Source: an optimization exercise on an open RTL-to-GDS flow (aim: small area, a short achievable clock period and few clock cycles). Production flows keep margins and buffers that such runs may drop. Where RTL was checked, it was by simulation tests only, not by an equivalence proof against the original. Function not checked in runs 3 to 6: the RTL went through the layout flow alone. Power figures rest on the tool's default switching activity, not on a simulated workload.

==> flow/config.mk <==
export PLATFORM = sky130hd
export DESIGN_NAME = roller_dec
export DESIGN_NICKNAME = roller_dec
export VERILOG_FILES = /design/flow/design.v
export SDC_FILE = /design/flow/constraint.sdc
export NUM_CORES = 4
export LEC_CHECK = 0
export ABC_AREA = 1
export CAP_MARGIN = 20
export CORE_MARGIN = 2
export CORE_UTILIZATION = 40
export CTS_BUF_LIST = sky130_fd_sc_hd__clkbuf_8
export CTS_CLUSTER_DIAMETER = 100
export CTS_CLUSTER_SIZE = 30
export SETUP_SLACK_MARGIN = 2.8
export SLEW_MARGIN = 20
==> flow/constraint.sdc <==
create_clock -name core_clock -period 5.5 [get_ports {clk}]
set_input_delay 1.1000 -clock core_clock [delete_from_list [all_inputs] [get_ports {clk}]]
set_output_delay 1.1000 -clock core_clock [all_outputs]
set_load 0.01 [all_outputs]
==> flow/design.v <==
module roller_dec (
    input  wire        clk,
    input  wire        rst,          
    input  wire        start,        
    input  wire [1:0]  bucket,       
    output wire        idle,
    output reg         done,         
    output reg  [1:0]  status,       
    input  wire        in_valid,
    input  wire [7:0]  in_data,
    output wire        in_ready,
    output wire        wr_en,
    output wire [11:0] wr_addr,
    output wire [7:0]  wr_data,
    output wire        rd_en,
    output wire [11:0] rd_addr,
    input  wire [7:0]  rd_data       
);
    localparam [1:0] ST_OK       = 2'd0,
                     ST_BAD_CODE = 2'd1,
                     ST_BAD_DIST = 2'd2,
                     ST_OVERRUN  = 2'd3;
    reg s_idle;     
    reg s_h0;       
    reg s_h1;       
    reg s_h2;       
    reg s_h3;       
    reg s_tok;      
    reg s_a1;       
    reg s_a2;       
    reg s_a3;       
    reg s_mchk;     
    reg s_run;      
    reg s_lit;      
    reg        k_fill;      
    reg        k_long;      
    reg        bdist;       
    reg        d1;          
    reg [1:0]  code;        
    reg [11:0] rem;         
    reg [12:0] p;           
    reg [12:0] cnt;         
    reg [11:0] rp;          
    assign idle     = s_idle;
    assign wr_en    = s_run || (s_lit && in_valid);
    assign wr_addr  = p[11:0];
    assign wr_data  = s_run ? (k_fill ? rp[7:0] : rd_data) : in_data;
    assign rd_en    = !(s_run && d1);
    assign rd_addr  = rp;
    assign in_ready = !(s_idle || s_mchk || s_run);
    wire [11:0] rem_dec = rem - 12'd1;
    wire [12:0] cnt_dec = cnt - 13'd1;
    wire        cnt_end = (cnt == 13'd0);
    wire        rem_end = (rem == 12'd0);
    wire        ovr     = p[12] || cnt[12] || (cnt[11:0] > ~p[11:0]);
    wire [7:0]  t       = in_data;
    wire        t_lit   = !t[7];
    wire        t_short = t[7:6] == 2'b10;
    wire        t_long  = t[7:4] == 4'hC;
    wire        t_fill  = t[7:4] == 4'hD;
    wire [6:0]  n       = t[6:0];
    wire        lit_bad = ({5'd0, n} >= rem_dec);
    wire        lit_ovr = ({5'd0, n} > ~p[11:0]);
    wire        arg_bad = t_short ? (rem < 12'd2) : t_long ? (rem < 12'd4) : (rem < 12'd3);
    wire [11:0] tl      = {in_data[3:0], rem[7:0]};
    wire        tl_bad  = (in_data[7:4] != 4'd0) || (tl == 12'd0) ||
                          (tl[11:10] > code) ||
                          (tl[11:10] == code && tl[9:2] == 8'hFF && tl[1:0] != 2'd0);
    wire [11:0] dval    = {rp[11:8], in_data};
    wire [13:0] rsum    = {1'b0, p} + {2'b11, ~dval};
    wire [8:0]  lo6     = {1'b0, in_data} + 9'd6;
    wire [4:0]  hi_sum  = {1'b0, in_data[3:0]} + {4'd0, cnt[8]};
    reg        fin;
    reg [1:0]  fst;
    reg        n_idle, n_h0, n_h1, n_h2, n_h3, n_tok, n_a1, n_a2, n_a3, n_mchk, n_run, n_lit;
    always @(*) begin
        fin = 1'b0;
        fst = ST_OK;
        n_idle = 1'b0; n_h0 = 1'b0; n_h1 = 1'b0; n_h2 = 1'b0; n_h3 = 1'b0; n_tok = 1'b0;
        n_a1 = 1'b0; n_a2 = 1'b0; n_a3 = 1'b0; n_mchk = 1'b0; n_run = 1'b0; n_lit = 1'b0;
        if (s_idle) begin
            if (!start)              n_idle = 1'b1;
            else if (bucket == 2'd3) n_lit  = 1'b1;
            else                     n_h0   = 1'b1;
        end
        if (s_h0) begin
            if (!in_valid)              n_h0 = 1'b1;
            else if (in_data != 8'h01)  begin fin = 1'b1; fst = ST_BAD_CODE; end
            else                        n_h1 = 1'b1;
        end
        if (s_h1) begin
            if (!in_valid)                      n_h1 = 1'b1;
            else if (in_data != {6'd0, code})   begin fin = 1'b1; fst = ST_BAD_CODE; end
            else                                n_h2 = 1'b1;
        end
        if (s_h2) begin
            if (!in_valid) n_h2 = 1'b1;
            else           n_h3 = 1'b1;
        end
        if (s_h3) begin
            if (!in_valid)   n_h3 = 1'b1;
            else if (tl_bad) begin fin = 1'b1; fst = ST_BAD_CODE; end
            else             n_tok = 1'b1;
        end
        if (s_tok) begin
            if (rem_end)                  begin fin = 1'b1; fst = p[12] ? ST_OK : ST_BAD_CODE; end
            else if (p[12])               begin fin = 1'b1; fst = ST_OVERRUN; end
            else if (!in_valid)           n_tok = 1'b1;
            else if (t_lit) begin
                if (lit_bad)              begin fin = 1'b1; fst = ST_BAD_CODE; end
                else if (lit_ovr)         begin fin = 1'b1; fst = ST_OVERRUN; end
                else                      n_lit = 1'b1;
            end
            else if (!(t_short || t_long || t_fill) || arg_bad)
                                          begin fin = 1'b1; fst = ST_BAD_CODE; end
            else                          n_a1 = 1'b1;
        end
        if (s_a1) begin
            if (!in_valid)                n_a1 = 1'b1;
            else if (k_fill || k_long)    n_a2 = 1'b1;
            else                          n_mchk = 1'b1;
        end
        if (s_a2) begin
            if (!in_valid)                n_a2 = 1'b1;
            else if (!k_fill)             n_a3 = 1'b1;
            else if (ovr)                 begin fin = 1'b1; fst = ST_OVERRUN; end
            else                          n_run = 1'b1;
        end
        if (s_a3) begin
            if (!in_valid)                n_a3 = 1'b1;
            else                          n_mchk = 1'b1;
        end
        if (s_mchk) begin
            if (bdist)                    begin fin = 1'b1; fst = ST_BAD_DIST; end
            else if (ovr)                 begin fin = 1'b1; fst = ST_OVERRUN; end
            else                          n_run = 1'b1;
        end
        if (s_run) begin
            if (cnt_end)                  n_tok = 1'b1;
            else                          n_run = 1'b1;
        end
        if (s_lit) begin
            if (in_valid && cnt_end)      n_tok = 1'b1;
            else                          n_lit = 1'b1;
        end
        if (fin) n_idle = 1'b1;
    end
    always @(posedge clk) begin
        if (rst) begin
            s_idle <= 1'b1;
            s_h0 <= 1'b0; s_h1 <= 1'b0; s_h2 <= 1'b0; s_h3 <= 1'b0; s_tok <= 1'b0;
            s_a1 <= 1'b0; s_a2 <= 1'b0; s_a3 <= 1'b0; s_mchk <= 1'b0; s_run <= 1'b0; s_lit <= 1'b0;
            done   <= 1'b0;
        end else begin
            s_idle <= n_idle; s_h0 <= n_h0; s_h1 <= n_h1; s_h2 <= n_h2; s_h3 <= n_h3; s_tok <= n_tok;
            s_a1 <= n_a1; s_a2 <= n_a2; s_a3 <= n_a3; s_mchk <= n_mchk; s_run <= n_run; s_lit <= n_lit;
            done   <= fin;
        end
    end
    always @(posedge clk) begin
        if (fin) status <= fst;
        if (s_idle && start) begin
            code <= bucket;
            p    <= 13'd0;
            cnt  <= 13'd4095;
            rem  <= 12'd0;
        end
        if (wr_en) p <= p + 13'd1;
        if (in_valid) begin
            if (s_h2) rem[7:0] <= in_data;
            if (s_h3) rem <= tl;
            if (s_tok || s_a1 || s_a2 || s_a3 || s_lit) rem <= rem_dec;
        end
        if (s_tok && in_valid) begin
            k_fill   <= t[6] & t[4];
            k_long   <= t[6] & ~t[4];
            rp[11:8] <= t[3:0];
            cnt[7:0] <= t[7] ? {5'd0, {1'b0, t[5:4]} + 3'd2} : {1'b0, n};
            cnt[12:8] <= (t[7:6] == 2'b11) ? {1'b0, t[3:0]} : 5'd0;
        end
        if (s_a1 && in_valid) begin
            if (k_fill) begin
                cnt[7:0] <= in_data;
            end else begin
                rp    <= rsum[11:0];
                bdist <= rsum[13];
                d1    <= (dval == 12'd0);
            end
        end
        if (s_a2 && in_valid) begin
            if (k_fill) rp[7:0] <= in_data;
            else        cnt[8:0] <= lo6;
        end
        if (s_a3 && in_valid)
            cnt[12:8] <= (in_data[7:4] != 4'd0) ? 5'h1F : hi_sum;
        if (s_mchk || (s_run && !k_fill)) rp <= rp + 12'd1;
        if (s_run || (s_lit && in_valid)) cnt <= cnt_dec;
    end
endmodule
==> flow/flow/run.sh <==
#!/bin/bash
# Standard layout with three changes: an ABC mapping script of our own
# (flow/abc_area.script; registers are untouched, abc only remaps the
# combinational logic), the smallest buffer on the ports, and a clock tree
# built without dummy loads.
set -e
rm -rf scripts_mod
cp -r "$FLOW_HOME/scripts" scripts_mod
cp flow/abc_area.script scripts_mod/abc_area.script
export SCRIPTS_DIR="$PWD/scripts_mod"
export BUFFER_PORTS_ARGS="-buffer_cell sky130_fd_sc_hd__buf_1"
export CTS_ARGS="-sink_clustering_enable -repair_clock_nets -sink_clustering_size 30 -sink_clustering_max_diameter 100 -buf_list sky130_fd_sc_hd__clkbuf_8 -dont_use_dummy_load"
bash standard.sh > standard.log 2>&1
==> flow/flow/abc_area.script <==
strash
dch
map -D 2000
topo
stime -c
==> flow/standard.sh <==
#!/bin/bash
# synth_recipe.tcl (not shown) runs the flow's synth.tcl, then flattens the netlist and writes it again
# the make line also repeats each setting of config.mk as NAME=value (left out here)
make -C /OpenROAD-flow-scripts/flow DESIGN_CONFIG=/design/flow/config.mk WORK_HOME=/design/flow/orfs CLKGATE_MAP_FILE= SYNTH_SCRIPT=/design/flow/synth_recipe.tcl "${@:-finish}"
==> metrics.md, run 1 <==
| Metric | Value |
|---|---|
| Final hold slack | 482.1 ps |
| Area delta synth->final | 34.38% |
| Initial drt markers | 526 |
| Worst Path Required | about 4400 ps |
| Fin. Hold Viols | 0 |
| CORE AREA | 13,720 um2 |
| Max-slew headroom | 53.57% |
| Worst reg2reg path endpoint | s_idle$_SDFF_PP1_ |
| Most common cell after layout, fill and taps aside | nor2_1 |
| Worst-case clock buffer depth | 2 |
| I/O Buffers | 60 |
| Clock-pin slew on the worst setup and hold paths | 80 ps |
| Pre-CTS setup slack | 1413 ps |
| Fin area | ~7500 um2 |
| Max Slew Vio Count | 0 |
| Syn_area_per_cell | around 7.4 um2 |
| Number of global-route vias before repair | 5,871 |
| Clock Skews | 25.14 ps |
| Critical path peak fanout | 3 |
| Tightest Pin Transition | approximately 700 ps |
| Routed WL per cell | 20.21 um |
| Reg-to-reg startpoint | rem[0]$_DFFE_PP_ |
| Critical path arrival | 1930 ps |
| CP Capture Point | wr_data[3] |
| Synth warnings | 1 |
| Top Ports | roughly 60 |
| CP Capture Type | primary output |
| Via count | 6,216 |
| Global Route Usage Sum | 29.18% |
| Die ar. | 14,870 um2 |
| Post-synth ARST share | 0% |
| Routed vias/inst | 5.914 |
| Filler cell count | around 1.3k |
| Starting density of the core | roughly 41% |
| Placer Congestion | between 0.9 and 1 |
| Clk pwr share | 21.6% |
| Largest net degree at the start of global routing | 25 |
| Critical path type | input pin to primary output |
| Pwr dens | about 220 nW/um2 |
| Max VDD drop | 122.4 uV |
| Crit path from | in_data[3] |
| Total negative slack | 0 ps |
| Fin crit period | 3027 ps |
| Row count | 43 |
| Placed cell area | 6201 um2 |
| Clk sinks | 71 |
| Fmax | between 300 and 400 MHz |
| Commonest cells after routing, fill and taps aside | nor2_1, clkinv_1, a21oi_1 |
| Hpwl dp | 14.37 mm |
| Seq/Total Area, Yosys | 31.48% |
| Initial antenna violation count | 0 |
| Sw frac | 37.85% |
| CTS tree | yes |
| R2R cell count | 18 |
| RSZ-0062 raised after global routing | true |
| Hold-fix buffers at CTS | 0 |
| H-tree Lvls | 3 |
| Yosys cell types | 42 |
| Sw Pwr | 0.0006090 W |
| Clock latency (worst-skew pair) | slightly below 400 ps |
| Internal power | 0.001000 W |
| Grt ovf | 0 |
| MaxCap Viol Count | 0 |
| Status | finished clean |
| Flop-to-flop setup slack | 2560 ps |
| Die H | 121.9 um |
| Antenna cells | 0 |
| Nets | 945 |
| Element type at the critical path start | input pin |
| Die width | 121.9 um |
| Post-Synthesis Cells | 748 |
| Ys flop type | dfxtp_1 |
| Final setup violation count | 0 |
| Fin crit share | between 50% and 60% |
| Post-route ant nets | 0 |
| Total detailed-routing wirelength | roughly 21 mm |
| CTS root buf | clkbuf_8 |
| Seq pwr share | 41.8% |
| Mapped Nets | 820 |
| Mapped cell area | 5564 um2 |
| Layout cells sized above 1 | 22.16% |
| First-pass GRT wire length | 32.64 mm |
| Gate power share | 36.6% |
| Post-synth EDFFs | 33 |
| Leak pwr | 2.795 nW |
| Fin worst setup slack | between 2000 and 2500 ps |
| Drt first pass iters | 5 |
| Synth Register Bits | 71 |
| Remaining DRCs | 0 |
| Worst hold path type | register to register |
| CTS buffer count | 9 |
worst min-delay path by stage:
stage	startpoint	to	slack (ps)	cells past startpoint
after floorplan	s_a1$_SDFF_PP0_	s_a1$_SDFF_PP0_	440	2
after global placement	s_a1$_SDFF_PP0_	s_a1$_SDFF_PP0_	460	2
after detailed placement	s_a1$_SDFF_PP0_	s_a1$_SDFF_PP0_	470	2
after CTS	s_a1$_SDFF_PP0_	s_a1$_SDFF_PP0_	480	2
after global routing	s_a1$_SDFF_PP0_	s_a1$_SDFF_PP0_	500	2
final	s_a1$_SDFF_PP0_	s_a1$_SDFF_PP0_	480	2
area by class of cell:
| class | instances | area (um2) | share of cell area (%) |
|---|---|---|---|
| tap | 180 | 225.2 | 3.012 |
| inverter | 102 | 546.8 | 7.313 |
| sequential | 71 | 1755 | 23.48 |
| timing repair buffer | 126 | 992.2 | 13.27 |
| multi-input combinational | 563 | 3834 | 51.27 |
| clock buffer | 9 | 123.9 | 1.657 |
layer usage:
| layer | GRT usage [%] | part of all wire, % | vias up |
|---|---|---|---|
| met4 | 10.70 | 2.7 | 0 |
| li1 | - | - | 2921 |
| met5 | 0 | 0 | - |
| met1 | 37.22 | 41 | 2989 |
| met3 | 5.618 | 7.0 | 42 |
| met2 | 49.02 | 49 | 264 |
registers in the layout, summed over array words and instances, names as in the netlist, 2 cells and up, named ones only:
signal and count:
cnt 13, code 2, p 13, rem 12, rp 12, status 2
synthesized netlist by cell type, types with 2 or more instances:
library cell | number | area, um2
nand3_1 | 31 | 155.2
clkinv_1 | 102 | 382.9
o21ai_0 | 66 | 330.3
o21bai_1 | 2 | 15.01
a21oi_1 | 80 | 400.4
a221oi_1 | 9 | 78.83
a311oi_1 | 2 | 17.52
and2_2 | 2 | 15.01
xor2_1 | 16 | 140.1
nor2_1 | 96 | 360.4
xnor2_1 | 11 | 96.34
a31oi_1 | 9 | 56.30
o22ai_1 | 10 | 62.56
dfxtp_1 | 38 | 760.7
buf_4 | 12 | 90.09
o31ai_1 | 6 | 45.04
a32oi_1 | 4 | 35.03
nand4_1 | 11 | 68.82
o211ai_1 | 8 | 60.06
nor3_1 | 31 | 155.2
a21o_2 | 2 | 17.52
ha_1 | 49 | 613.1
nor4_1 | 9 | 56.30
o21a_1 | 2 | 15.01
a211oi_1 | 4 | 30.03
a22oi_1 | 8 | 60.06
nand2_1 | 76 | 285.3
o32ai_1 | 2 | 17.52
o221ai_1 | 3 | 26.28
or2_2 | 2 | 12.51
edfxtp_1 | 33 | 991.0
o2111ai_1 | 2 | 17.52
critical path, cell delays in order:
cell      delay (ps)
buf_1             90
buf_6            160
clkinv_8          70
buf_6            110
buf_6            120
o22ai_2          130
buf_2            150
kinds of logic (layout without fill, tap and decap cells):
group                      after synthesis  count (layout)  share of synthesized area [%]
and+or+nand+nor                        262             262                          20.46
AOI/OAI and AO/OA                      224             224                          23.93
buffers and inverters                  114             237                          8.500
DFF                                     71              71                          31.48
adders and majority gates               50              50                          11.38
xor gates and xnor gates                27              27                          4.250
through the flow:
step	instances	util (%)	total power (W)
after floorplan	748	-	0.0009804
after global placement	985	45.20	0.001119
after detailed placement	985	45.20	0.001128
after CTS	1033	51.63	0.001547
after global routing	1051	54.50	0.001694
final	1051	54.50	0.001609
power by group through the flow:
stage / clock network (W) / logic (W) / registers, W
2_1_floorplan: 0 / 0.000315 / 0.000665
3_3_place_gp: 0 / 0.000442 / 0.000677
3_5_place_dp: 0 / 0.000449 / 0.000679
4_1_cts: 0.000350 / 0.000527 / 0.000670
5_1_grt: 0.000371 / 0.000644 / 0.000679
6_report: 0.000348 / 0.000589 / 0.000673
what timing repair did:
action / CTS / global route
setup endpoints to repair: 57 / 48
buffers inserted: 38 / 18
hold endpoints to repair: 0 / 0
pin swaps: 14 / 30
gates cloned: 1 / 0
resized for setup: 103 / 71
Testbench counts, summed over its fixed seeds: cycles 801,453.
==> run 2, diff against run 1 <==
==> flow/flow/abc_area.script (replaced) <==
strash
dch
map -D 2000
topo
stime -c
buffer -c
upsize -c
dnsize -c
==> run 2 against run 1 <==
Effect of this change: still clean on timing, DRC and antenna; clock power decreased by 3%; critical path depth up 10; hold slack worse by 11 ps; non-clock buffer count decreased by 4; area after synthesis grew 2.9%.
==> metrics.md, run 2 <==
| Metric | Value |
|---|---|
| Leak pwr | 2.912 nW (+4.2%) |
| Crit-path cells | buf_1 -> buf_6 -> clkinv_8 -> ha_4 -> nor2_4 -> nor2_2 -> o31ai_2 -> a21oi_1 -> o21bai_1 -> a21oi_2 -> a311oi_2 -> inv_1 -> nand2_1 -> a31oi_1 -> nor2_1 -> nor3_2 -> inv_2 |
| Worst Path Buf+Inv | 5 (-1) |
| Layout cells sized above 1 | 18.89% (-3.3 points) |
| RSZ-0062 raised after global routing | true |
| CTS buffer count | 9 (unchanged) |
| Post-synth ARST share | 0% (unchanged) |
| Starting density of the core | 41.07% (+0.51 points) |
| I/O Buffers | 60 (unchanged) |
| CORE AREA | 13,930 um2 (+1.6%) |
| Routed vias/inst | 5.765 (-2.5%) |
| Yosys cell types | 55 (+31%) |
| Antenna cells | 0 (unchanged) |
| Clk sinks | 71 (unchanged) |
| Post-Synthesis Cells | 773 (+3.3%) |
| Die width | 123.6 um (+1.4%) |
| Grt ovf | 0 (unchanged) |
| Register area | 1752 um2 (-0.21%) |
| Worst Path Required | 5590 ps (+1190 ps) |
| Ys flop type | dfxtp_1 |
| Fin crit period | 2982 ps (-45.48 ps) |
| Area delta synth->final | 25.67% |
| Fin crit share | 54.21% (-0.83 points) |
| Top Ports | 61 (unchanged) |
| Post-route ant nets | 0 (unchanged) |
| Max-slew headroom | 54.15% (+0.58 points) |
| Worst hold path type | register to register |
| Max VDD drop | 109.7 uV (-10%) |
| Nets | 942 (-0.32%) |
| Crit path max-delay family | compound AO/OA/AOI/OAI gates |
| Syn_area_per_cell | 7.404 um2 (-0.47%) |
| Mapped cell area | 5723 um2 (+2.9%) |
| Initial drt markers | 581 (+10%) |
| Biggest regs | cnt x13, p x13 |
| Element type at the critical path start | input pin |
| Final hold slack | 470.9 ps (-11.16 ps) |
| Die H | 123.6 um (+1.4%) |
| Clock latency (worst-skew pair) | 360 ps (-30 ps) |
| Commonest cells in the netlist | inv_1, nor2_1, a21oi_1, nand2_1, o21ai_0 |
| Share of Yosys cell area claimed by the top area cell type | 17.32% (-0.49 points) |
| Tightest Pin Transition | 687.8 ps (-8.745 ps) |
| Status | finished clean |
| Mapped Nets | 845 (+3.0%) |
| Seq/Total Area, Yosys | 30.61% (-0.87 points) |
| Critical path type | input pin to register |
| Placed Cells | 985 (unchanged) |
| Global Route Usage Sum | 26.15% (-3.0 points) |
| Filler cell count | 1,322 (+2.1%) |
| Commonest cells after routing, fill and taps aside | nor2_1, inv_1, a21oi_1 |
| Remaining DRCs | 0 (unchanged) |
| Fin. Hold Viols | 0 (unchanged) |
| H-tree Lvls | 3 (unchanged) |
| CTS root buf | clkbuf_8 |
| CP Capture Type | register |
| Worst-case clock buffer depth | 2 (unchanged) |
| Largest cells by area after synthesis | edfxtp_1, dfxtp_1, ha_1 |
| Critical path peak fanout | 4 (+1) |
| Hpwl dp | 13.65 mm (-5.0%) |
| Total detailed-routing wirelength | 19.53 mm (-8.0%) |
| Via count | 6,042 (-2.8%) |
| Finished Layout Cells | 1,048 (-0.29%) |
| Max Slew Vio Count | 0 (unchanged) |
| Post-synth EDFFs | 33 (unchanged) |
| Final setup violation count | 0 (unchanged) |
| Number of global-route vias before repair | 5,617 (-4.3%) |
| Slowest-stage cell, CP | a311oi_2 |
| Pwr dens | 217.2 nW/um2 (+0.92%) |
| Synth warnings | 1 (unchanged) |
| Fmax | 335.4 MHz (+1.5%) |
| Clock Skews | 26.07 ps (+0.9302 ps) |
| Synth Register Bits | 71 (unchanged) |
| Worst stage delay on the critical path | 250 ps (+90 ps) |
| Drt first pass iters | 5 (unchanged) |
| CTS tree | yes |
| Most frequent cell after synthesis | inv_1 |
| Multi-input logic area | 3711 um2 (-3.2%) |
| Hold-fix buffers at CTS | 0 (unchanged) |
| Total negative slack | 0 ps (unchanged) |
| MaxCap Viol Count | 0 (unchanged) |
| Largest net degree at the start of global routing | 22 (-12%) |
| Die ar. | 15,280 um2 (+2.8%) |
| Placer Congestion | 0.9034 (about the same) |
| Clock-pin slew on the worst setup and hold paths | 80 ps (about the same) |
| Initial antenna violation count | 0 (unchanged) |
| Routed WL per cell | 18.63 um (-7.8%) |
| Row count | 43 (unchanged) |
| Largest area contributor in the netlist | edfxtp_1 |
| First-pass GRT wire length | 30.26 mm (-7.3%) |
| Most common cell after layout, fill and taps aside | nor2_1 |
| Critical path arrival | 3070 ps (+1140 ps) |
==> run 2: changes by cell type in the layout (fill, tap and decap cells not counted), sizes merged <==
cell,previous run,this run
clkinvlp,0,6
clkbuf,10,9
clkinv,96,4
buf,124,121
inv,6,93
==> run 2: worst reg2reg max path, cell delays in order (launching register included) <==
cell and delay (ps):
edfxtp_1 430, inv_2 150, ha_1 210, inv_1 70
nor2_1 170, nand2_1 160, xor2_1 250, ha_1 290
a21oi_2 160, nor2_2 70, nor2_2 100, nand2_1 70
a31oi_1 130, nor2_1 80, nor3_2 160, inv_2 80
nor2_2 100, o21ai_1 70
==> run 2: cell type report <==
cell class / count / share of cell area (%)
Timing Repair Buffer: 122 / 12.40
Sequential cell: 71 / 24.36
Timing Repair inverter: 1 / 0.06959
Clock buffer: 9 / 1.722
Inverter: 102 / 6.715
Tap cell: 180 / 3.132
Multi-Input combinational cell: 563 / 51.60
==> run 2: cell families (layout without fill, tap and decap cells) <==
| kind of cell | count (synthesis) | after routing | share of synthesized area (%) |
|---|---|---|---|
| AO/OA/AOI/OAI | 224 | 224 | 23.35 |
| adder cells (fa/ha/maj) | 50 | 50 | 11.06 |
| AND/OR/NAND/NOR | 262 | 262 | 20.66 |
| flip-flops | 71 | 71 | 30.61 |
| buffers and inverters | 139 | 234 | 10.19 |
| XOR/XNOR | 27 | 27 | 4.132 |
==> run 2: worst paths after layout <==
kind                     from                   to  slack, ps  depth (start not counted)
max                in_data[1]  status[1]$_DFFE_PP_       2520                         17
min           s_a1$_SDFF_PP0_      s_a1$_SDFF_PP0_        470                          2
max reg2reg  rem[0]$_DFFE_PP_    s_idle$_SDFF_PP1_       2690                         17
min reg2reg   s_a1$_SDFF_PP0_      s_a1$_SDFF_PP0_        470                          2
==> run 2: layer usage <==
layer  GRT usage [%]  wire length [um]
met3           3.388              1035
met2           43.37              9241
met4           8.168               416
met5               0                 0
met1           35.42              8834
==> run 2: timing repair <==
| action | CTS | global route |
|---|---|---|
| pin swaps | 21 | 8 |
| setup buffers | 38 | 14 |
| gates cloned | 2 | 0 |
| setup endpoints to repair | 51 | 34 |
| resized for setup | 99 | 28 |
==> run 2: stage by stage <==
step                power [W]  worst slack [ps]  utilization, %  instance area (um2)
global route         0.001648              2342           51.61                 7192
detailed placement   0.001117              1181           44.31                 6175
global placement     0.001108              1334           44.31                 6175
floorplan           0.0009946              2398               -                 5941
CTS                  0.001533              2556           50.09                 6980
finish               0.001562              2518           51.61                 7192
==> run 2: power breakdown <==
part | leakage [nW] | switching (W) | internal [W]
combinational | 2.21 | 0.000318 | 0.000236
sequential | 0.641 | 0.0000693 | 0.000600
clock | 0.0647 | 0.000193 | 0.000146
==> run 3, diff against run 2 <==
--- a/flow/design.v
+++ b/flow/design.v
@@ -54,3 +54,13 @@
     wire        rem_end = (rem == 12'd0);
-    wire        ovr     = p[12] || cnt[12] || (cnt[11:0] > ~p[11:0]);
+    function automatic gt12(input [11:0] a, input [11:0] b);
+        integer i;
+        reg g;
+        begin
+            g = 1'b0;
+            for (i = 0; i < 12; i = i + 1)
+                g = (a[i] & ~b[i]) | (~(a[i] ^ b[i]) & g);
+            gt12 = g;
+        end
+    endfunction
+    wire        ovr     = p[12] || cnt[12] || gt12(cnt[11:0], ~p[11:0]);
     wire [7:0]  t       = in_data;
@@ -61,8 +71,10 @@
     wire [6:0]  n       = t[6:0];
-    wire        lit_bad = ({5'd0, n} >= rem_dec);
-    wire        lit_ovr = ({5'd0, n} > ~p[11:0]);
-    wire        arg_bad = t_short ? (rem < 12'd2) : t_long ? (rem < 12'd4) : (rem < 12'd3);
+    wire        lit_bad = !gt12(rem_dec, {5'd0, n});
+    wire        lit_ovr = gt12({5'd0, n}, ~p[11:0]);
+    wire        rem_lt4 = (rem[11:2] == 10'd0);
+    wire        arg_bad = t_short ? (rem_lt4 && !rem[1]) :
+                          t_long  ? rem_lt4 : (rem_lt4 && !(rem[1] && rem[0]));
     wire [11:0] tl      = {in_data[3:0], rem[7:0]};
     wire        tl_bad  = (in_data[7:4] != 4'd0) || (tl == 12'd0) ||
-                          (tl[11:10] > code) ||
+                          gt12({10'd0, tl[11:10]}, {10'd0, code}) ||
                           (tl[11:10] == code && tl[9:2] == 8'hFF && tl[1:0] != 2'd0);
==> flow/flow/run.sh (replaced) <==
#!/bin/bash
# Standard layout, with the smallest buffer on the ports.
export BUFFER_PORTS_ARGS="-buffer_cell sky130_fd_sc_hd__buf_1"
bash standard.sh > standard.log 2>&1
removed: flow/flow/abc_area.script
==> run 3 against run 2 <==
Effect of this change: fmax grew 7.3%; cell area shrank 1.9%; clock skew shrank 16 ps; critical path type is now input pin to primary output; critical path depth shrank 12; core utilization shrank 2.5 points; sequential cell count is the same; highest routed layer unchanged; hold slack gained 14 ps; synthesized cell count grew 6.0%.
==> metrics.md, run 3 <==
| Metric | Value |
|---|---|
| Status | finished clean |
| Die width | 124.7 um (+0.91%) |
| Initial antenna violation count | 0 (unchanged) |
| Tightest Pin Transition | 770.4 ps (+82.65 ps) |
| Via count | 5,925 (-1.9%) |
| Worst-case clock buffer depth | 2 (unchanged) |
| Max-slew headroom | 48.17% (-6.0 points) |
| Fin util | 49.11% (-2.5 points) |
| Worst hold path type | register to register |
| Mapped Nets | 889 (+5.2%) |
| I/O Buffers | 60 (unchanged) |
| Synth Register Bits | 71 (unchanged) |
| Hold path start | s_h0$_SDFF_PP0_ |
| Number of global-route vias before repair | 5,601 (-0.28%) |
| Total detailed-routing wirelength | 18.79 mm (-3.8%) |
| Most frequent cell after synthesis | nand2_1 |
| Clock Skews | 9.795 ps (-16.28 ps) |
| Worst Path Required | 4400 ps (-1190 ps) |
| Routed vias/inst | 5.491 (-4.8%) |
| Flop-to-flop setup slack | 2860 ps (+170 ps) |
| Pwr dens | 262.6 nW/um2 (+21%) |
| Area delta synth->final | 21.03% |
| Seq/Total Area, Yosys | 30.04% (-0.56 points) |
| Critical path arrival | 1680 ps (-1390 ps) |
| Fin crit share | 50.54% (-3.7 points) |
| Mapped cell area | 5831 um2 (+1.9%) |
| Largest area contributor in the netlist | edfxtp_1 |
| Biggest regs | cnt x13, p x13 |
| Element type at the critical path start | input pin |
| Grt ovf | 0 (unchanged) |
| CTS buffer count | 9 (unchanged) |
| Antenna cells | 0 (unchanged) |
| CTS tree | yes |
| Commonest cells in the netlist | nand2_1, inv_1, nor2_1, o21ai_0, a21oi_1 |
| Most common cell after layout, fill and taps aside | nand2_1 |
| Final setup violation count | 0 (unchanged) |
| Clock-pin slew on the worst setup and hold paths | 80 ps (about the same) |
| Commonest cells after routing, fill and taps aside | nand2_1, inv_1, nor2_1 |
| First-pass GRT wire length | 30.20 mm (-0.18%) |
| Total negative slack | 0 ps (unchanged) |
| Fin crit period | 2780 ps (-201.8 ps) |
| Nets | 960 (+1.9%) |
| Clk sinks | 71 (unchanged) |
| Syn_area_per_cell | 7.119 um2 (-3.8%) |
| Die ar. | 15,560 um2 (+1.8%) |
| Initial drt markers | 500 (-14%) |
| Post-synth ARST share | 0% (unchanged) |
| Share of Yosys cell area claimed by the top area cell type | 17.00% (-0.32 points) |
| Worst stage delay on the critical path | 150 ps (-100 ps) |
| Ys flop type | dfxtp_1 |
| Leak pwr | 3.079 nW (+5.7%) |
| Critical path peak fanout | 17 (+13) |
| Row count | 44 (+2.3%) |
| Drt first pass iters | 5 (unchanged) |
| Routed WL per cell | 17.42 um (-6.5%) |
| MaxCap Viol Count | 0 (unchanged) |
| Worst reg2reg path endpoint | status[0]$_DFFE_PP_ |
| Yosys cell types | 52 (-5.5%) |
| R2R cell count | 20 (+3) |
| Hold-fix buffers at CTS | 0 (unchanged) |
| Most used cell, CP | buf_12 |
| Post-route ant nets | 0 (unchanged) |
| Post-Synthesis Cells | 819 (+6.0%) |
| Hold path endpoint | s_h0$_SDFF_PP0_ |
| H-tree Lvls | 3 (unchanged) |
| Layout cells sized above 1 | 15.64% (-3.3 points) |
| RSZ-0062 raised after global routing | true |
| CORE AREA | 14,370 um2 (+3.1%) |
| Fin. Hold Viols | 0 (unchanged) |
| Reg-to-reg startpoint | rem[0]$_DFFE_PP_ |
| Max VDD drop | 168.7 uV (+54%) |
| Placer Congestion | 0.9085 (+0.56%) |
| Post-synth EDFFs | 33 (unchanged) |
| Max Slew Vio Count | 0 (unchanged) |
| Total power | 0.001853 W (+19%) |
| Slowest-stage cell, CP | a21oi_4 |
| Largest cells by area after synthesis | edfxtp_1, dfxtp_1, ha_1 |
| Critical path type | input pin to primary output |
| Hpwl dp | 13.48 mm (-1.2%) |
| Crit-path cells | buf_12 -> a21oi_4 -> buf_12 -> inv_16 -> buf_6 |
| Die H | 124.7 um (+0.91%) |
| CP Capture Type | primary output |
| Global Route Usage Sum | 24.41% (-1.7 points) |
| Top Ports | 61 (unchanged) |
| Starting density of the core | 40.58% (-0.49 points) |
| Clock latency (worst-skew pair) | 380 ps (+20 ps) |
| Synth warnings | 1 (unchanged) |
| CTS root buf | clkbuf_8 |
| Hold Path Stages | 2 (unchanged) |
| Fmax | 359.7 MHz (+7.3%) |
| Largest net degree at the start of global routing | 22 (unchanged) |
| Remaining DRCs | 0 (unchanged) |
[run 3: cell count changes after synthesis, sizes merged, moves of 4 or more]
cell and delta:
nor3 -6, nor2 -12, nand3 +10, xor2 +4, a22oi -6, inv +7
xnor2 -7, o21ai +14, a221oi -6, a21oi -11, nand2 +71
[run 3: per-layer routing]
| layer | part of all wire, % | GRT usage [%] | vias up |
|---|---|---|---|
| met4 | 2.5 | 8.328 | 0 |
| met1 | 45 | 32.57 | 2775 |
| met3 | 5.3 | 4.983 | 27 |
| li1 | - | - | 2951 |
| met2 | 47 | 39.34 | 172 |
| met5 | 0 | 0 | - |
[run 3: cell families (layout without fill, tap and decap cells)]
group / count (synthesis) / after routing / synth area share [%]
simple gates: 318 / 318 / 24.40
compound gates: 214 / 214 / 21.03
buf+inv: 144 / 220 / 10.36
flops: 71 / 71 / 30.04
fa+ha+maj: 48 / 48 / 10.43
xor+xnor: 24 / 24 / 3.734
[run 3: how the worst max path moves through the flow]
stage / startpoint / to / slack [ps] / depth (start not counted)
floorplan: in_data[0] / rp[10]$_DFF_P_ / 2430 / 14
global placement: in_data[2] / status[0]$_DFFE_PP_ / 1830 / 20
detailed placement: in_data[1] / status[0]$_DFFE_PP_ / 1820 / 20
CTS: in_valid / wr_en / 2730 / 5
global route: in_data[1] / status[1]$_DFFE_PP_ / 2600 / 20
finish: in_valid / wr_en / 2720 / 5
[run 3: power breakdown]
part / switching, W / internal, W / total, W
clock network: 0.000222 / 0.000220 / 0.000442
logic: 0.000401 / 0.000274 / 0.000676
registers: 0.000106 / 0.000630 / 0.000735
[run 3: repair_timing]
item                                    in CTS  in global routing
cloned                                       1                  0
setup buffers                               15                 14
endpoints found under the setup margin      35                 26
gates resized for setup                     82                 33
pin swaps                                    6                 14
[run 3: area by class of cell]
| cell class | count | area, um2 |
|---|---|---|
| Sequential cell | 71 | 1753 |
| Tap cell | 184 | 230.2 |
| Multi-Input combinational cell | 604 | 3680 |
| Fill cell | 1469 | 7312 |
| Timing Repair Buffer | 95 | 691.9 |
| Clock inverter | 6 | 60.06 |
| Clock buffer | 10 | 137.6 |
| Inverter | 109 | 504.2 |
[run 3: worst max-delay path: cells and delay by family]
family,cells,cell delay (ps)
AO/OA/AOI/OAI,1,150
buffers and inverters,4,410
[run 3: stage by stage]
step	std cells	area (um2)	hold WS (ps)	setup WS, ps
finish	1079	7057	484.8	2720
global route	1079	7057	501.5	2602
CTS	1065	6818	485.5	2729
detailed placement	1033	6230	472.7	1822
global placement	1033	6230	472.3	1827
floorplan	819	5969	449.5	2428
==> run 4, diff against run 3 <==
--- a/flow/design.v
+++ b/flow/design.v
@@ -38,3 +38,2 @@
     reg        d1;          
-    reg [1:0]  code;        
     reg [11:0] rem;         
@@ -78,4 +77,4 @@
     wire        tl_bad  = (in_data[7:4] != 4'd0) || (tl == 12'd0) ||
-                          gt12({10'd0, tl[11:10]}, {10'd0, code}) ||
-                          (tl[11:10] == code && tl[9:2] == 8'hFF && tl[1:0] != 2'd0);
+                          gt12({10'd0, tl[11:10]}, {10'd0, cnt[1:0]}) ||
+                          (tl[11:10] == cnt[1:0] && tl[9:2] == 8'hFF && tl[1:0] != 2'd0);
     wire [11:0] dval    = {rp[11:8], in_data};
@@ -104,3 +103,3 @@
             if (!in_valid)                      n_h1 = 1'b1;
-            else if (in_data != {6'd0, code})   begin fin = 1'b1; fst = ST_BAD_CODE; end
+            else if (in_data != {6'd0, cnt[1:0]})   begin fin = 1'b1; fst = ST_BAD_CODE; end
             else                                n_h2 = 1'b1;
@@ -172,7 +171,6 @@
     always @(posedge clk) begin
-        if (fin) status <= fst;
+        status <= fst;     
         if (s_idle && start) begin
-            code <= bucket;
             p    <= 13'd0;
-            cnt  <= 13'd4095;
+            cnt  <= {1'b0, {10{bucket == 2'd3}}, bucket};
             rem  <= 12'd0;
==> run 4 against run 3 <==
Effect of this change: still clean on timing, DRC and antenna; sequential share of layout area shrank 1.6 points; first-iteration DRC count grew 67%; total power grew 6.3%; hold slack worse by 8.9 ps; register-to-register slack is essentially flat; count of clock-buffer cells in the layout increased by 2; cell area grew 2.0%; via count is 4.4% higher; combinational power up 14%; critical path depth stayed put; die area fell by 1.1%; cell count grew 2.9%; highest routed layer unchanged.
==> metrics.md, run 4 <==
| Metric | Value |
|---|---|
| Status | finished clean |
| CTS buffer count | 9 (unchanged) |
| Pwr dens | 273.8 nW/um2 (+4.3%) |
| Die H | 124.1 um (-0.55%) |
| Clock Skews | 15.51 ps (+5.714 ps) |
| Top Ports | 61 (unchanged) |
| Fin. Hold Viols | 0 (unchanged) |
| Initial antenna violation count | 0 (unchanged) |
| Row count | 43 (-2.3%) |
| Leak pwr | 3.132 nW (+1.7%) |
| Total negative slack | 0 ps (unchanged) |
| Hold-fix buffers at CTS | 0 (unchanged) |
| Synth Register Bits | 69 (-2.8%) |
| Critical path type | input pin to primary output |
| Mapped cell area | 5766 um2 (-1.1%) |
| Max VDD drop | 149.6 uV (-11%) |
| Yosys cell types | 50 (-3.8%) |
| Antenna cells | 0 (unchanged) |
| Fmax | 352.3 MHz (-2.1%) |
| I/O Buffers | 60 (unchanged) |
| Critical path peak fanout | 4 (-13) |
| Worst Path Required | 4400 ps (about the same) |
| CP Capture Type | primary output |
| Remaining DRCs | 0 (unchanged) |
| CTS root buf | clkbuf_8 |
| Critical path arrival | 1740 ps (+60 ps) |
| Register area | 1675 um2 (-4.4%) |
| Global Route Usage Sum | 26.52% (+2.1 points) |
| Placed cell area | 6168 um2 (-0.98%) |
| CTS tree | yes |
| Post-synth EDFFs | 29 (-12%) |
| Clock-pin slew on the worst setup and hold paths | 70 ps (about the same) |
| Crit path depth | 5 (unchanged) |
| Clk sinks | 69 (-2.8%) |
| Fin area | 7196 um2 (+2.0%) |
| Element type at the critical path start | input pin |
| H-tree Lvls | 3 (unchanged) |
| Synth warnings | 1 (unchanged) |
| Routed vias/inst | 5.572 (+1.5%) |
| Crit path max-delay family | buffers and inverters |
| First-pass GRT wire length | 30.69 mm (+1.6%) |
| Pre-CTS setup slack | 1750 ps (-71.95 ps) |
| Hold Path Stages | 2 (unchanged) |
| Number of global-route vias before repair | 5,574 (-0.48%) |
| Post-Synthesis Cells | 834 (+1.8%) |
| Seq/Total Area, Yosys | 28.99% (-1.0 points) |
| CORE AREA | 13,990 um2 (-2.6%) |
| Final setup violation count | 0 (unchanged) |
| Slowest-stage cell, CP | buf_1 |
| Via count | 6,185 (+4.4%) |
| Worst Path Buf+Inv | 4 (unchanged) |
| RSZ-0062 raised after global routing | true |
| Share of Yosys cell area claimed by the top area cell type | 15.10% (-1.9 points) |
| Largest cells by area after synthesis | edfxtp_1, dfxtp_1, ha_1 |
| Post-route ant nets | 0 (unchanged) |
| Ys flop type | dfxtp_1 |
| Reg-to-reg startpoint | rem[1]$_DFFE_PP_ |
| Biggest regs | cnt x13, p x13 |
| Hpwl dp | 13.62 mm (+1.0%) |
| Crit path from | in_data[2] |
| MaxCap Viol Count | 0 (unchanged) |
| Die width | 124.1 um (-0.55%) |
| Total detailed-routing wirelength | 19.64 mm (+4.5%) |
| Initial drt markers | 834 (+67%) |
| Tightest Pin Transition | 953.2 ps (+182.8 ps) |
| Drt first pass iters | 5 (unchanged) |
| Most frequent cell after synthesis | nand2_1 |
| Starting density of the core | 41.22% (+0.64 points) |
| Max Slew Vio Count | 0 (unchanged) |
| Nets | 995 (+3.6%) |
| Hold path start | s_h1$_SDFF_PP0_ |
| Placer Congestion | 0.9243 (+1.7%) |
| Worst stage delay on the critical path | 170 ps (+20 ps) |
| Filler cell count | 1,422 (-3.2%) |
| Max-slew headroom | 36.22% (-12 points) |
| R2R cell count | 22 (+10%) |
| Layout cells sized above 1 | 19.03% (+3.4 points) |
| Commonest cells in the netlist | nand2_1, inv_1, nor2_1, o21ai_0, a21oi_1 |
| Syn_area_per_cell | 6.913 um2 (-2.9%) |
| Worst-case clock buffer depth | 2 (unchanged) |
| Fin crit period | 2838 ps (+58.43 ps) |
| Clock latency (worst-skew pair) | 390 ps (about the same) |
| Mapped Nets | 904 (+1.7%) |
| Largest net degree at the start of global routing | 23 (+4.5%) |
| Multi-input logic area | 3729 um2 (+1.3%) |
| Commonest cells after routing, fill and taps aside | nand2_1, inv_1, nor2_1 |
| Worst hold path type | register to register |
| Grt ovf | 0 (unchanged) |
| Fin worst setup slack | 2662 ps (-58.43 ps) |
| Largest area contributor in the netlist | edfxtp_1 |
| Area delta synth->final | 24.80% |
| Fin crit share | 51.60% (+1.1 points) |
| Crit-path cells | buf_12 -> clkinv_8 -> buf_4 -> o22ai_1 -> buf_1 |
| Die ar. | 15,390 um2 (-1.1%) |
| Routed WL per cell | 17.70 um (+1.6%) |
| Most common cell after layout, fill and taps aside | nand2_1 |
| Post-synth ARST share | 0% (unchanged) |
-- run 4: kinds of logic after synthesis --
kind of cell | share of synthesized area [%]
fa+ha+maj | 10.55
buf+inv | 11.39
xor+xnor | 3.950
flops | 28.99
simple gates | 25.15
compound gates | 19.97
-- run 4: stage by stage --
stage          instances  power, W  utilization, %  hold slack, ps
3_5_place_dp        1039  0.001390           44.10           469.2
3_3_place_gp        1039  0.001386           44.10           470.0
5_1_grt             1110  0.002112           51.44           504.0
4_1_cts             1082  0.001892           48.41           478.3
2_1_floorplan        834  0.001219               -           448.7
6_report            1110  0.001970           51.44           475.9
-- run 4: worst paths after layout --
kind	end	slack, ps
hold reg to reg	s_h2$_SDFF_PP0_	480
setup / recovery	wr_data[2]	2660
hold / removal	s_h2$_SDFF_PP0_	480
setup reg to reg	done$_SDFF_PP0_	2860
-- run 4: area by class of cell --
| type | instances | share of cell area, % |
|---|---|---|
| Tap cell | 180 | 3.130 |
| Inverter | 123 | 7.651 |
| Clock inverter | 4 | 0.6260 |
| Sequential cell | 69 | 23.28 |
| Timing Repair inverter | 1 | 0.05216 |
| Clock buffer | 12 | 2.295 |
| Multi-Input combinational cell | 606 | 51.82 |
| Timing Repair Buffer | 115 | 11.15 |
-- run 4: worst register-to-register path, cell delays in order (launching register included) --
cell	delay (ps)
edfxtp_1	450
inv_2	120
ha_4	160
xnor2_2	120
inv_1	100
ha_4	260
inv_1	30
nor2_1	100
o21ai_1	70
nand2_1	70
a21oi_2	60
o21bai_1	160
nand2_1	90
nand2_2	110
nand4_1	90
nand2_1	70
nand2_1	40
nand2_1	60
nand2_2	70
inv_2	50
nand2_2	60
nor2_4	120
nor2_2	30
-- run 4: routing by layer --
layer | GRT usage (%) | vias up | routed length, um
met3 | 4.212 | 34 | 1355
met1 | 37.12 | 2906 | 9019
met4 | 8.778 | 0 | 372
li1 | - | 2996 | -
met2 | 41.56 | 249 | 8896
met5 | 0 | - | 0
-- run 4: timing repair --
item,in CTS,in global routing
pin swaps,11,44
endpoints found under the setup margin,32,24
gates cloned,3,0
buffers inserted,24,28
gates resized for setup,69,62
-- run 4: where the power goes --
group	total, W	switching [W]	internal, W	leakage, nW
clock network	0.000466	0.000221	0.000245	0.114
logic	0.000768	0.000440	0.000328	2.39
registers	0.000737	0.000120	0.000617	0.630
total	0.00197	0.000780	0.00119	3.13
==> run 5, diff against run 4 <==
==> flow/flow/run.sh (replaced) <==
#!/bin/bash
# Standard layout, with the smallest buffer on the ports and a clock tree
# built without dummy loads.
export BUFFER_PORTS_ARGS="-buffer_cell sky130_fd_sc_hd__buf_1"
export CTS_ARGS="-sink_clustering_enable -repair_clock_nets -sink_clustering_size 30 -sink_clustering_max_diameter 100 -buf_list sky130_fd_sc_hd__clkbuf_8 -dont_use_dummy_load"
bash standard.sh > standard.log 2>&1
==> run 5 against run 4 <==
Effect of this change: still clean; critical path depth grew 17; sequential share of layout area is 0.46 points higher; core utilization is 1.0 points lower; combinational power down 2%; global-route usage down 0.14 points; count of clock-buffer cells in the layout is 3 lower; synthesized cell count is the same; total power is 7.0% lower; register-to-register slack better by 40 ps; hold slack about the same; critical endpoint is now rp[11]$_DFF_P_.
==> metrics.md, run 5 <==
| Metric | Value |
|---|---|
| Status | finished clean |
| Top Ports | 61 (unchanged) |
| Top Layer Used | met4 |
| CP Capture Type | register |
| Critical path peak fanout | 4 (unchanged) |
| Largest cells by area after synthesis | edfxtp_1, dfxtp_1, ha_1 |
| Fmax | 354.5 MHz (+0.63%) |
| RSZ-0062 raised after global routing | true |
| Critical path type | input pin to register |
| Mapped Nets | 904 (unchanged) |
| Global Route Usage Sum | 26.37% (-0.14 points) |
| Fin. Hold Viols | 0 (unchanged) |
| H-tree Lvls | 3 (unchanged) |
| Element type at the critical path start | input pin |
| CTS buffer count | 9 (unchanged) |
| Row count | 43 (unchanged) |
| Routed vias/inst | 5.576 (about the same) |
| CORE AREA | 13,990 um2 (unchanged) |
| Pwr dens | 259.7 nW/um2 (-5.2%) |
| Mapped cell area | 5766 um2 (unchanged) |
| Post-synth EDFFs | 29 (unchanged) |
| Met1 Wirelength | 8.958 mm (-0.68%) |
| CTS tree | yes |
| Final hold slack | 475.6 ps (-0.3290 ps) |
| Starting density of the core | 41.22% (unchanged) |
| Synth warnings | 1 (unchanged) |
| Routed WL per cell | 17.71 um (about the same) |
| Placed cell area | 6168 um2 (unchanged) |
| Nets | 994 (-0.10%) |
| Commonest cells after routing, fill and taps aside | nand2_1, inv_1, nor2_1 |
| Max-slew headroom | 54.29% (+18 points) |
| Post-Synthesis Cells | 834 (unchanged) |
| Hpwl dp | 13.62 mm (unchanged) |
| Leak pwr | 3.072 nW (-1.9%) |
| Register area | 1675 um2 (unchanged) |
| Max Slew Vio Count | 0 (unchanged) |
| Xor and xnor area share after synthesis | 3.950% (unchanged) |
| Remaining DRCs | 0 (unchanged) |
| Clock Skews | 15.80 ps (+0.2891 ps) |
| Fin area | 7056 um2 (-1.9%) |
| CTS root buf | clkbuf_8 |
| Compound-Gate Fraction of Synth Area | 19.97% (unchanged) |
| Biggest regs | cnt x13, p x13 |
| Largest area contributor in the netlist | edfxtp_1 |
| Clk sinks | 69 (unchanged) |
| Commonest cells in the netlist | nand2_1, inv_1, nor2_1, o21ai_0, a21oi_1 |
| Seq/Total Area, Yosys | 28.99% (unchanged) |
| Most frequent cell after synthesis | nand2_1 |
| Max VDD drop | 154.1 uV (+3.0%) |
| Die H | 124.1 um (unchanged) |
| Syn_area_per_cell | 6.913 um2 (unchanged) |
| Final setup violation count | 0 (unchanged) |
| Total detailed-routing wirelength | 19.52 mm (-0.64%) |
| Grt ovf | 0 (unchanged) |
| Mux contribution to synthesized area | 0% (unchanged) |
| Die width | 124.1 um (unchanged) |
| Share of Yosys cell area claimed by the top area cell type | 15.10% (unchanged) |
| First-pass GRT wire length | 30.63 mm (-0.20%) |
| Post-synth ARST share | 0% (unchanged) |
| Critical path arrival | 3090 ps (+1350 ps) |
| Largest family of logic cells by synthesized area | simple AND/OR/NAND/NOR gates |
| Multi-input logic area | 3687 um2 (-1.1%) |
| Drt first pass iters | 7 (+2) |
| Initial drt markers | 780 (-6.5%) |
| Most common cell after layout, fill and taps aside | nand2_1 |
| Ys flop type | dfxtp_1 |
| Routed length on met2 | 8.935 mm (+0.44%) |
| Total negative slack | 0 ps (unchanged) |
| Clock-pin slew on the worst setup and hold paths | 70 ps (about the same) |
| I/O Buffers | 60 (unchanged) |
| MaxCap Viol Count | 0 (unchanged) |
| Tightest Pin Transition | 685.6 ps (-267.5 ps) |
| Initial antenna violation count | 0 (unchanged) |
| Yosys cell types | 50 (unchanged) |
| Layout cells sized above 1 | 17.79% (-1.2 points) |
| Pre-CTS setup slack | 1750 ps (unchanged) |
| Fin worst setup slack | 2679 ps (+17.66 ps) |
| Largest net degree at the start of global routing | 23 (unchanged) |
| Number of global-route vias before repair | 5,582 (+0.14%) |
| Filler cell count | 1,434 (+0.84%) |
| Via count | 6,145 (-0.65%) |
| Post-route ant nets | 0 (unchanged) |
| Worst hold path type | register to register |
| Fin crit share | 51.28% (-0.32 points) |
| Placer Congestion | 0.9243 (unchanged) |
| Met3 Wirelength | 1.268 mm (-6.4%) |
| Worst-case clock buffer depth | 2 (unchanged) |
| Clock latency (worst-skew pair) | 380 ps (about the same) |
| Die ar. | 15,390 um2 (unchanged) |
| Synth Register Bits | 69 (unchanged) |
| Synth Area in Adders | 10.55% (unchanged) |
| Fin crit period | 2821 ps (-17.66 ps) |
| Worst Path Required | 5770 ps (+1370 ps) |
| Synth Area in Simple Gates | 25.15% (unchanged) |
| Antenna cells | 0 (unchanged) |
| Area delta synth->final | 22.37% |
[run 5: logic make-up after synthesis]
group,Yosys count
AOI/OAI and AO/OA,198
xor gates and xnor gates,26
adders and majority gates,48
buffers and inverters,160
DFF,69
and+or+nand+nor,333
[run 5: per-layer routing]
layer,up-vias,GRT usage (%)
li1,2993,-
met1,2880,36.83
met2,240,41.46
met3,32,4.441
met4,0,8.287
met5,-,0
[run 5: area by class of cell]
cell class / count / area share (%)
Timing Repair inverter: 1 / 0.05320
Clock buffer: 9 / 1.756
Sequential cell: 69 / 23.75
Tap cell: 180 / 3.192
Inverter: 123 / 7.732
Timing Repair Buffer: 114 / 11.26
Multi-Input combinational cell: 606 / 52.26
[run 5: critical path, stage by stage]
cell and delay, ps:
buf_12 90, clkinv_8 50, ha_4 290, nand2_4 60
nor3_4 180, nand2_1 70, o211ai_1 130, nand2_1 110
nand2_2 100, a21oi_4 50, nor2_1 100, o21ai_1 80
nand2_1 100, nand2_1 70, inv_2 60, nand2_1 40
nand2_1 70, nand2_1 60, inv_2 50, nor2_1 40
nor2_1 80, o21ai_1 80
[run 5: report_power, final]
| group | switching, W | total [W] | internal [W] | leakage [nW] |
|---|---|---|---|---|
| clock | 0.000199 | 0.000345 | 0.000146 | 0.0647 |
| combinational | 0.000431 | 0.000751 | 0.000320 | 2.38 |
| sequential | 0.000118 | 0.000736 | 0.000617 | 0.630 |
| total | 0.000748 | 0.00183 | 0.00108 | 3.07 |
[run 5: path summary, 6_finish.rpt]
kind,from,to,slack [ps],depth (start not counted)
min reg2reg,s_h0$_SDFF_PP0_,s_h1$_SDFF_PP0_,480,2
max,in_data[4],rp[11]$_DFF_P_,2680,22
max reg2reg,rem[1]$_DFFE_PP_,s_idle$_SDFF_PP1_,2900,22
min,s_h0$_SDFF_PP0_,s_h1$_SDFF_PP0_,480,2
[run 5: timing repair]
action / in CTS / in global routing
gates resized for setup: 70 / 51
setup buffers: 25 / 26
hold buffers: 0 / 0
setup endpoints to repair: 32 / 19
gates cloned: 3 / 0
pin swaps: 12 / 43
[run 5: through the flow]
stage | util [%] | power (W) | std cells
6_report | 50.44 | 0.001832 | 1102
5_1_grt | 50.44 | 0.001965 | 1102
4_1_cts | 47.86 | 0.001768 | 1076
3_5_place_dp | 44.10 | 0.001390 | 1039
3_3_place_gp | 44.10 | 0.001386 | 1039
2_1_floorplan | - | 0.001219 | 834
==> run 6, diff against run 5 <==
--- a/flow/design.v
+++ b/flow/design.v
@@ -53,13 +53,3 @@
     wire        rem_end = (rem == 12'd0);
-    function automatic gt12(input [11:0] a, input [11:0] b);
-        integer i;
-        reg g;
-        begin
-            g = 1'b0;
-            for (i = 0; i < 12; i = i + 1)
-                g = (a[i] & ~b[i]) | (~(a[i] ^ b[i]) & g);
-            gt12 = g;
-        end
-    endfunction
-    wire        ovr     = p[12] || cnt[12] || gt12(cnt[11:0], ~p[11:0]);
+    wire        ovr     = p[12] || cnt[12] || (cnt[11:0] > ~p[11:0]);
     wire [7:0]  t       = in_data;
@@ -70,10 +60,8 @@
     wire [6:0]  n       = t[6:0];
-    wire        lit_bad = !gt12(rem_dec, {5'd0, n});
-    wire        lit_ovr = gt12({5'd0, n}, ~p[11:0]);
-    wire        rem_lt4 = (rem[11:2] == 10'd0);
-    wire        arg_bad = t_short ? (rem_lt4 && !rem[1]) :
-                          t_long  ? rem_lt4 : (rem_lt4 && !(rem[1] && rem[0]));
+    wire        lit_bad = ({5'd0, n} >= rem_dec);
+    wire        lit_ovr = ({5'd0, n} > ~p[11:0]);
+    wire        arg_bad = t_short ? (rem < 12'd2) : t_long ? (rem < 12'd4) : (rem < 12'd3);
     wire [11:0] tl      = {in_data[3:0], rem[7:0]};
     wire        tl_bad  = (in_data[7:4] != 4'd0) || (tl == 12'd0) ||
-                          gt12({10'd0, tl[11:10]}, {10'd0, cnt[1:0]}) ||
+                          (tl[11:10] > cnt[1:0]) ||
                           (tl[11:10] == cnt[1:0] && tl[9:2] == 8'hFF && tl[1:0] != 2'd0);
==> run 6 against run 5 <==
Effect of this change: non-clock buffer count fell by 23; total power decreased by 20%; still clean on timing, DRC and antenna; via count up 1.1%; synthesized cell count up 3.1%; count of clock-buffer cells in the layout did not move; die area is 3.5% higher; critical path depth decreased by 17; hold slack improved by 13 ps; register-to-register slack gained 120 ps; combinational power down 34%; wire length rose by 5.8%.
==> metrics.md, run 6 <==
| Metric | Value |
|---|---|
| Most common cell after layout, fill and taps aside | nand2_1 |
| Total detailed-routing wirelength | 20.64 mm (+5.8%) |
| Seq/Total Area, Yosys | 27.98% (-1.0 points) |
| Total power | 0.001471 W (-20%) |
| Remaining DRCs | 0 (unchanged) |
| Mux contribution to synthesized area | 0% (unchanged) |
| Fin crit period | 2866 ps (+45.67 ps) |
| Commonest cells after routing, fill and taps aside | nand2_1, nor2_1, inv_1 |
| Total negative slack | 0 ps (unchanged) |
| Area delta synth->final | 14.22% |
| I/O Buffers | 60 (unchanged) |
| Max Slew Vio Count | 0 (unchanged) |
| CTS tree | yes |
| Final setup violation count | 0 (unchanged) |
| Placer Congestion | 0.9783 (+5.8%) |
| Met1 Wirelength | 9.271 mm (+3.5%) |
| Die ar. | 15,930 um2 (+3.5%) |
| Via count | 6,213 (+1.1%) |
| Starting density of the core | 40.95% (-0.26 points) |
| CORE AREA | 14,590 um2 (+4.3%) |
| Crit-path cells | buf_1 -> buf_6 -> clkinvlp_4 -> o22ai_2 -> buf_2 |
| Antenna cells | 0 (unchanged) |
| Number of global-route vias before repair | 5,769 (+3.4%) |
| Ys flop type | dfxtp_1 |
| Top Layer Used | met4 |
| Filler cell count | 1,531 (+6.8%) |
| Mapped cell area | 5974 um2 (+3.6%) |
| CP Capture Type | primary output |
| Yosys cell types | 56 (+12%) |
| Worst stage delay on the critical path | 180 ps (-110 ps) |
| Top Ports | 61 (unchanged) |
| Fin worst setup slack | 2634 ps (-45.67 ps) |
| Element type at the critical path start | input pin |
| Initial drt markers | 530 (-32%) |
| Post-synth ARST share | 0% (unchanged) |
| Grt ovf | 0 (unchanged) |
| Placed Cells | 1,070 (+3.0%) |
| Drt first pass iters | 5 (-2) |
| Largest family of logic cells by synthesized area | simple AND/OR/NAND/NOR gates |
| Worst Path Required | 4400 ps (-1370 ps) |
| Synth Register Bits | 69 (unchanged) |
| Max-slew headroom | 47.93% (-6.4 points) |
| Die width | 126.2 um (+1.7%) |
| MaxCap Viol Count | 0 (unchanged) |
| Fin. Hold Viols | 0 (unchanged) |
| Post-Synthesis Cells | 860 (+3.1%) |
| Routed length on met2 | 9.282 mm (+3.9%) |
| Synth warnings | 1 (unchanged) |
| H-tree Lvls | 3 (unchanged) |
| Internal power | 0.0009029 W (-17%) |
| Layout cells sized above 1 | 12.92% (-4.9 points) |
| Mapped Nets | 932 (+3.1%) |
| Routed WL per cell | 18.68 um (+5.5%) |
| Largest area contributor in the netlist | edfxtp_1 |
| Synth Area in Simple Gates | 25.28% (+0.13 points) |
| CTS root buf | clkbuf_8 |
| Critical path peak fanout | 2 (-2) |
| Largest cells by area after synthesis | edfxtp_1, dfxtp_1, ha_1 |
| Sw frac | 38.61% (-2.2 points) |
| Sw Pwr | 0.0005679 W (-24%) |
| Global Route Usage Sum | 26.19% (-0.18 points) |
| Seq pwr share | 43.2% (+3.0 points) |
| Row count | 44 (+2.3%) |
| Initial antenna violation count | 0 (unchanged) |
| Max VDD drop | 112.2 uV (-27%) |
| Status | finished clean |
| Finished Layout Cells | 1,105 (+0.27%) |
| Clock-pin slew on the worst setup and hold paths | 70 ps (about the same) |
| Biggest regs | cnt x13, p x13 |
| Share of Yosys cell area claimed by the top area cell type | 14.58% (-0.53 points) |
| Fin crit share | 52.11% (+0.83 points) |
| Slowest-stage cell, CP | o22ai_2 |
| Largest net degree at the start of global routing | 23 (unchanged) |
| Fmax | 348.9 MHz (-1.6%) |
| Worst hold path type | register to register |
| First-pass GRT wire length | 32.29 mm (+5.4%) |
| Clock Skews | 29.99 ps (+14.19 ps) |
| Critical path type | input pin to primary output |
| Post-route ant nets | 0 (unchanged) |
| Tightest Pin Transition | 778.1 ps (+92.47 ps) |
| Syn_area_per_cell | 6.947 um2 (+0.49%) |
| Die H | 126.2 um (+1.7%) |
| Clk sinks | 69 (unchanged) |
| Critical path arrival | 1770 ps (-1320 ps) |
| Post-synth EDFFs | 29 (unchanged) |
| Routed vias/inst | 5.623 (+0.83%) |
| Gate power share | 33.6% (-7.4 points) |
| Most frequent cell after synthesis | nand2_1 |
| Clk pwr share | 23.2% (+4.3 points) |
| Leak pwr | 2.934 nW (-4.5%) |
| Pre-CTS setup slack | 1968 ps (+217.1 ps) |
| Pwr dens | 215.5 nW/um2 (-17%) |
| Clock latency (worst-skew pair) | 390 ps (about the same) |
| Synth Area in Adders | 10.60% (+0.050 points) |
| Hpwl dp | 14.44 mm (+6.0%) |
| Xor and xnor area share after synthesis | 3.518% (-0.43 points) |
| Met3 Wirelength | 1.388 mm (+9.5%) |
| Nets | 995 (+0.10%) |
| Commonest cells in the netlist | nand2_1, nor2_1, inv_1, o21ai_0, a21oi_1 |
| Compound-Gate Fraction of Synth Area | 21.93% (+2.0 points) |
| Fin util | 46.78% (-3.7 points) |
| CTS buffer count | 9 (unchanged) |
| RSZ-0062 raised after global routing | true |
| Worst-case clock buffer depth | 2 (unchanged) |
run 6: cell types whose count changed after synthesis, sizes merged, moves of 6 or more:
cell,delta
buf,+8
inv,-11
nand2,-6
nor2,+18
nor3,-8
o21ai,+15
xnor2,-6
run 6: layout make-up:
| cell class | instances | area, um2 | area share [%] |
|---|---|---|---|
| multi-input combinational | 643 | 3787 | 55.50 |
| sequential | 69 | 1673 | 24.51 |
| timing repair buffer | 91 | 543.0 | 7.957 |
| inverter | 108 | 462.9 | 6.784 |
| tap | 184 | 230.2 | 3.374 |
| clock buffer | 9 | 123.9 | 1.815 |
| timing repair inverter | 1 | 3.754 | 0.05501 |
run 6: cell families after synthesis:
group / after synthesis
DFF: 69
buffers and inverters: 149
AOI/OAI and AO/OA: 223
adders and majority gates: 50
xor gates and xnor gates: 24
and+or+nand+nor: 345
run 6: through the flow:
| stage | hold slack (ps) | cell area, um2 |
|---|---|---|
| finish | 488.1 | 6824 |
| global route | 515.8 | 6824 |
| CTS | 491.5 | 6708 |
| detailed placement | 481.3 | 6314 |
| global placement | 476.3 | 6314 |
| floorplan | 455.4 | 6050 |
run 6: path summary, 6_finish.rpt:
path	startpoint	end	slack (ps)	cells past startpoint
hold reg to reg	s_a2$_SDFF_PP0_	s_a2$_SDFF_PP0_	490	2
setup / recovery	in_data[1]	wr_data[1]	2630	5
hold / removal	s_a2$_SDFF_PP0_	s_a2$_SDFF_PP0_	490	2
setup reg to reg	rem[0]$_DFFE_PP_	done$_SDFF_PP0_	3020	20
run 6: power by group through the flow:
stage / logic, W / registers [W] / clock network (W)
after floorplan: 0.000344 / 0.000624 / 0
after detailed placement: 0.000456 / 0.000644 / 0
final: 0.000494 / 0.000635 / 0.000342
after global routing: 0.000559 / 0.000642 / 0.000366
after CTS: 0.000482 / 0.000633 / 0.000346
after global placement: 0.000457 / 0.000644 / 0
run 6: critical path, delay by kind of cell:
family | cells | cell delay (ps)
AOI/OAI and AO/OA | 1 | 180
buffers and inverters | 4 | 490
run 6: routing by layer:
metal	up-vias	global-route usage, %
met5	-	0
met4	0	10.15
met3	54	5.013
met2	242	41.08
met1	2864	35.67
li1	3053	-
run 6: repair_timing:
item,in CTS,in global routing
resized for setup,50,17
hold buffers,0,0
setup endpoints to repair,24,25
cloned,2,0
pin swaps,4,4
buffers inserted,17,7

==> afterwards: timing with drivers on the ports <==
Ports are ideal in the flow. The routed layouts listed here were re-timed in OpenROAD. Step 1: set_driving_cell puts a clkbuf_16 on clk and a buf_2 on each other input, an assumption about the parent block. Step 2 also shifts input and output timing later by t, the mid clock arrival at the registers, as if the neighbouring blocks saw the same clock. Slacks: ideal / step 1 / step 2; pairs: ideal / step 1.
run	t, ns	setup WS [ns]	worst setup path at the end	worst data-port slew with drivers (ns)
run 1	0.414	2.473 / 2.447 / 2.080	input to register	0.07
run 2	0.386	2.518 / 2.526 / 2.141	input to register	0.08
run 3	0.405	2.720 / 2.647 / 2.269	input to register	0.09
run 4	0.417	2.662 / 2.600 / 2.237	input to register	0.08
run 5	0.408	2.679 / 2.635 / 2.227	input to register	0.08
run 6	0.410	2.634 / 2.609 / 2.429	input to register	0.07
After both steps setup and hold are still met in every run listed. The setup slack of run 5, which loses most, moves by -0.044 ns with the drivers and by -0.452 ns with both steps.
